This is an optimization exercise on Yosys and OpenROAD, whose aim is small area, a short achievable clock period and few clock cycles per item, not a production implementation.
In this exercise RTL edits were held to simulation tests only and were not proved equivalent to the original.

run A:
## aes128_core
module aes128_core (
    input  wire         clk,
    input  wire         rst,         
    input  wire         in_valid,
    output wire         in_ready,
    input  wire [127:0] key,
    input  wire [127:0] block_in,
    output reg          out_valid,
    output wire [127:0] block_out
);
For scale: about 890 flip-flops, about 52,000 um^2 of cells after synthesis.
export LEC_CHECK = 0
export ABC_AREA = 1
export CAP_MARGIN = 20
export CORE_MARGIN = 2
export CORE_UTILIZATION = 45
export GPL_TIMING_DRIVEN = 1
export PLACE_DENSITY = 0.6
export SLEW_MARGIN = 20
create_clock -name core_clock -period 10.0 [get_ports {clk}]
standard.sh (not shown) runs the stock make flow with config.mk's settings and CLKGATE_MAP_FILE= SYNTH_SCRIPT=/design/flow/synth_recipe.tcl, a recipe that flattens the netlist after the stock synthesis.
==> flow/flow/run.sh <==
#!/bin/bash
# Layout flow: the standard flow (standard.sh) with three changes.
# - Synthesis is the standard synthesis script (synth_recipe.tcl, ORFS's
#   synth.tcl) except that ABC maps the logic with flow/abc_map_area.script,
#   an area-oriented mapping. Registers are mapped before ABC runs, so they
#   are the standard synthesis's, with the same names and cells.
# - The input and output port buffers are sky130_fd_sc_hd__buf_2 cells rather
#   than the delay buffer that buffer_ports picks by default. Every port still
#   gets its own buffer.
# - Timing repair aims for a setup slack of at least 6.4 ns at the design's
#   10 ns clock, so that the resizer speeds up the critical paths; the clock
#   and the constraints are the design's, unchanged.
set -euo pipefail
here=$(pwd)
# synth.tcl with the ABC script replaced right after the preamble sets it
sed "s#^source \$::env(SCRIPTS_DIR)/synth_preamble.tcl\$#&\nset abc_args [lreplace \$abc_args 1 1 $here/flow/abc_map_area.script]#" \
  "$FLOW_HOME/scripts/synth.tcl" > my_synth_body.tcl
grep -q "abc_map_area.script" my_synth_body.tcl
sed "s#^source \$::env(SCRIPTS_DIR)/synth.tcl\$#source $here/my_synth_body.tcl#" synth_recipe.tcl > my_synth.tcl
grep -q "my_synth_body.tcl" my_synth.tcl
sed "s#SYNTH_SCRIPT=[^ ]*#SYNTH_SCRIPT=$here/my_synth.tcl#" standard.sh > my_standard.sh
grep -q "my_synth.tcl" my_standard.sh
export BUFFER_PORTS_ARGS="-buffer_cell sky130_fd_sc_hd__buf_2"
export SETUP_SLACK_MARGIN=6.4
bash my_standard.sh > standard_flow.log 2>&1
==> flow/flow/abc_map_area.script <==
strash
dch
map -a
topo
stime -c
buffer -c
upsize -c
dnsize -c
Testbench counts of run A, summed over its fixed seeds: cycles 32,024, blocks 3,200.
### run A -> run B
Settings: GPL_TIMING_DRIVEN removed (was 1).
==> flow/run.sh (new file) <==
#!/bin/bash
# synth_recipe.tcl (not shown) runs the flow's synth.tcl, then flattens the netlist and writes it again
# the make line also repeats each setting of config.mk as NAME=value (left out here)
make -C /OpenROAD-flow-scripts/flow DESIGN_CONFIG=/design/flow/config.mk WORK_HOME=/design/flow/orfs CLKGATE_MAP_FILE= SYNTH_SCRIPT=/design/flow/synth_recipe.tcl finish
removed: flow/flow/run.sh
removed: flow/flow/abc_map_area.script
removed: flow/standard.sh
==> notes.md <==
Run B went all the way through the flow, and no timing, DRC or antenna check failed.
Comparing the two runs side by side, run B comes out behind run A on worst setup margin.
Post-place instance area ends up lower on run A.
After detailed routing, run A needs less wire than run B.
diff inputs: run B => run C
Settings: CORE_UTILIZATION now 55, was 45; PLACE_DENSITY now 0.7, was 0.6.
==> flow/flow/run.sh (new file) <==
#!/bin/bash
# Layout flow: the standard flow (standard.sh) with two changes.
# - The input and output port buffers are sky130_fd_sc_hd__buf_2 cells rather
#   than the delay buffer that buffer_ports picks by default. Every port still
#   gets its own buffer.
# - Timing repair aims for a setup slack of at least 6.7 ns at the design's
#   10 ns clock, so that the resizer speeds up the critical paths; the clock
#   and the constraints are the design's, unchanged.
set -euo pipefail
export BUFFER_PORTS_ARGS="-buffer_cell sky130_fd_sc_hd__buf_2"
export SETUP_SLACK_MARGIN=6.7
bash standard.sh > standard_flow.log 2>&1
==> flow/standard.sh (new file) <==
#!/bin/bash
# synth_recipe.tcl (not shown) runs the flow's synth.tcl, then flattens the netlist and writes it again
# the make line also repeats each setting of config.mk as NAME=value (left out here)
make -C /OpenROAD-flow-scripts/flow DESIGN_CONFIG=/design/flow/config.mk WORK_HOME=/design/flow/orfs CLKGATE_MAP_FILE= SYNTH_SCRIPT=/design/flow/synth_recipe.tcl "${@:-finish}"
removed: flow/run.sh
## What came out
Comparing post-cts repair resize count for run C and run B, the smaller number came from run B. Against run B as the reference, run C delivers a higher worst path setup slack after routing. Taking run B as the reference, in run C clock skew after layout fell 27 ps. From run B to run C the numbers moved as follows: met2 wirelength from detailed routing dropped 1300 um; routed metal-1 wire length dropped 9.0%; number of buffers outside the clock class in the layout climbed 37; number of tapcells dropped about 20%. | initial cell density of the core | run C vs run B | 10 points higher |. Re async set or reset register ratio after synthesis: no difference whatsoever between run C and run B.
Setup changes, run C to run D
Settings: changing CORE_UTILIZATION from 55 to 45; changing PLACE_DENSITY from 0.7 to 0.6.
==> flow/flow/run.sh <==
#!/bin/bash
# Layout flow: the standard flow (standard.sh) with three changes.
# - Synthesis is the standard synthesis script (synth_recipe.tcl, ORFS's
#   synth.tcl) except that ABC maps the logic with flow/abc_map_area.script,
#   an area-oriented mapping. Registers are mapped before ABC runs, so they
#   are the standard synthesis's, with the same names and cells.
# - The input and output port buffers are sky130_fd_sc_hd__buf_2 cells rather
#   than the delay buffer that buffer_ports picks by default. Every port still
#   gets its own buffer.
# - Timing repair aims for a setup slack of at least 6.4 ns at the design's
#   10 ns clock, so that the resizer speeds up the critical paths; the clock
#   and the constraints are the design's, unchanged.
set -euo pipefail
here=$(pwd)
# synth.tcl with the ABC script replaced right after the preamble sets it
sed "s#^source \$::env(SCRIPTS_DIR)/synth_preamble.tcl\$#&\nset abc_args [lreplace \$abc_args 1 1 $here/flow/abc_map_area.script]#" \
  "$FLOW_HOME/scripts/synth.tcl" > my_synth_body.tcl
grep -q "abc_map_area.script" my_synth_body.tcl
sed "s#^source \$::env(SCRIPTS_DIR)/synth.tcl\$#source $here/my_synth_body.tcl#" synth_recipe.tcl > my_synth.tcl
grep -q "my_synth_body.tcl" my_synth.tcl
sed "s#SYNTH_SCRIPT=[^ ]*#SYNTH_SCRIPT=$here/my_synth.tcl#" standard.sh > my_standard.sh
grep -q "my_synth.tcl" my_standard.sh
export BUFFER_PORTS_ARGS="-buffer_cell sky130_fd_sc_hd__buf_2"
export SETUP_SLACK_MARGIN=6.4
bash my_standard.sh > standard_flow.log 2>&1
==> flow/flow/abc_map_area.script (new file) <==
strash
dch
map -a
topo
stime -c
buffer -c
upsize -c
dnsize -c
[summary]
[compare] base=run C new=run D: final setup slack of the worst path shows a reduction of 150 ps. Compared to run C, run D has number of tapcells about 8% higher. Summary: with run C as the reference, number of core rows in run D moved up by a few percent. Run D vs run C: count of unique library cells instantiated by Yosys up by more than a quarter. Share of the clock period used by the worst path after layout came out higher on run D than on run C. Every run in the comparison, run D and run C, completed the flow with a clean layout. Taking run C as the reference, in run D endpoint arrival time on the critical path has increased, first-pass GRT wire length has decreased. Run comparison: run D combinational family with the most area after synthesis XOR/XNOR gates; run C combinational family with the most area after synthesis simple AND/OR/NAND/NOR gates. The finished layout cell area of run D was superior to that of run C. Re number of buffers inserted during clock tree synthesis: run D and run C aren't equal, and the lower value belongs to run D.

afterwards: timing with drivers on the ports:
How much do the figures lean on ideal ports? The routed layouts below were timed once more, with nothing changed but the port constraints.
Step 1: set_driving_cell puts a clkbuf_16 on clk and a buf_2 on each other input, an assumption about the parent block.
Step 2 also shifts input and output timing later by t, the mid clock arrival at the registers, as if the neighbouring blocks saw the same clock.
Slacks: ideal / step 1 / step 2; pairs: ideal / step 1.
| run | t (ns) | setup slack, ns | worst hold slack (ns) | worst setup path at the end | worst slew at a driven data input, ns |
|---|---|---|---|---|---|
| run A | 0.753 | 6.507 / 6.466 / 6.507 | 0.320 / 0.320 / 0.320 | register to register | 0.20 |
| run B | 0.828 | 6.062 / 6.062 / 6.062 | 0.323 / 0.323 / 0.323 | register to register | 0.15 |
| run C | 0.772 | 6.654 / 6.654 / 6.654 | 0.318 / 0.318 / 0.318 | register to register | 0.09 |
| run D | 0.753 | 6.507 / 6.466 / 6.507 | 0.320 / 0.320 / 0.320 | register to register | 0.20 |
After both steps setup and hold are still met in every run listed.
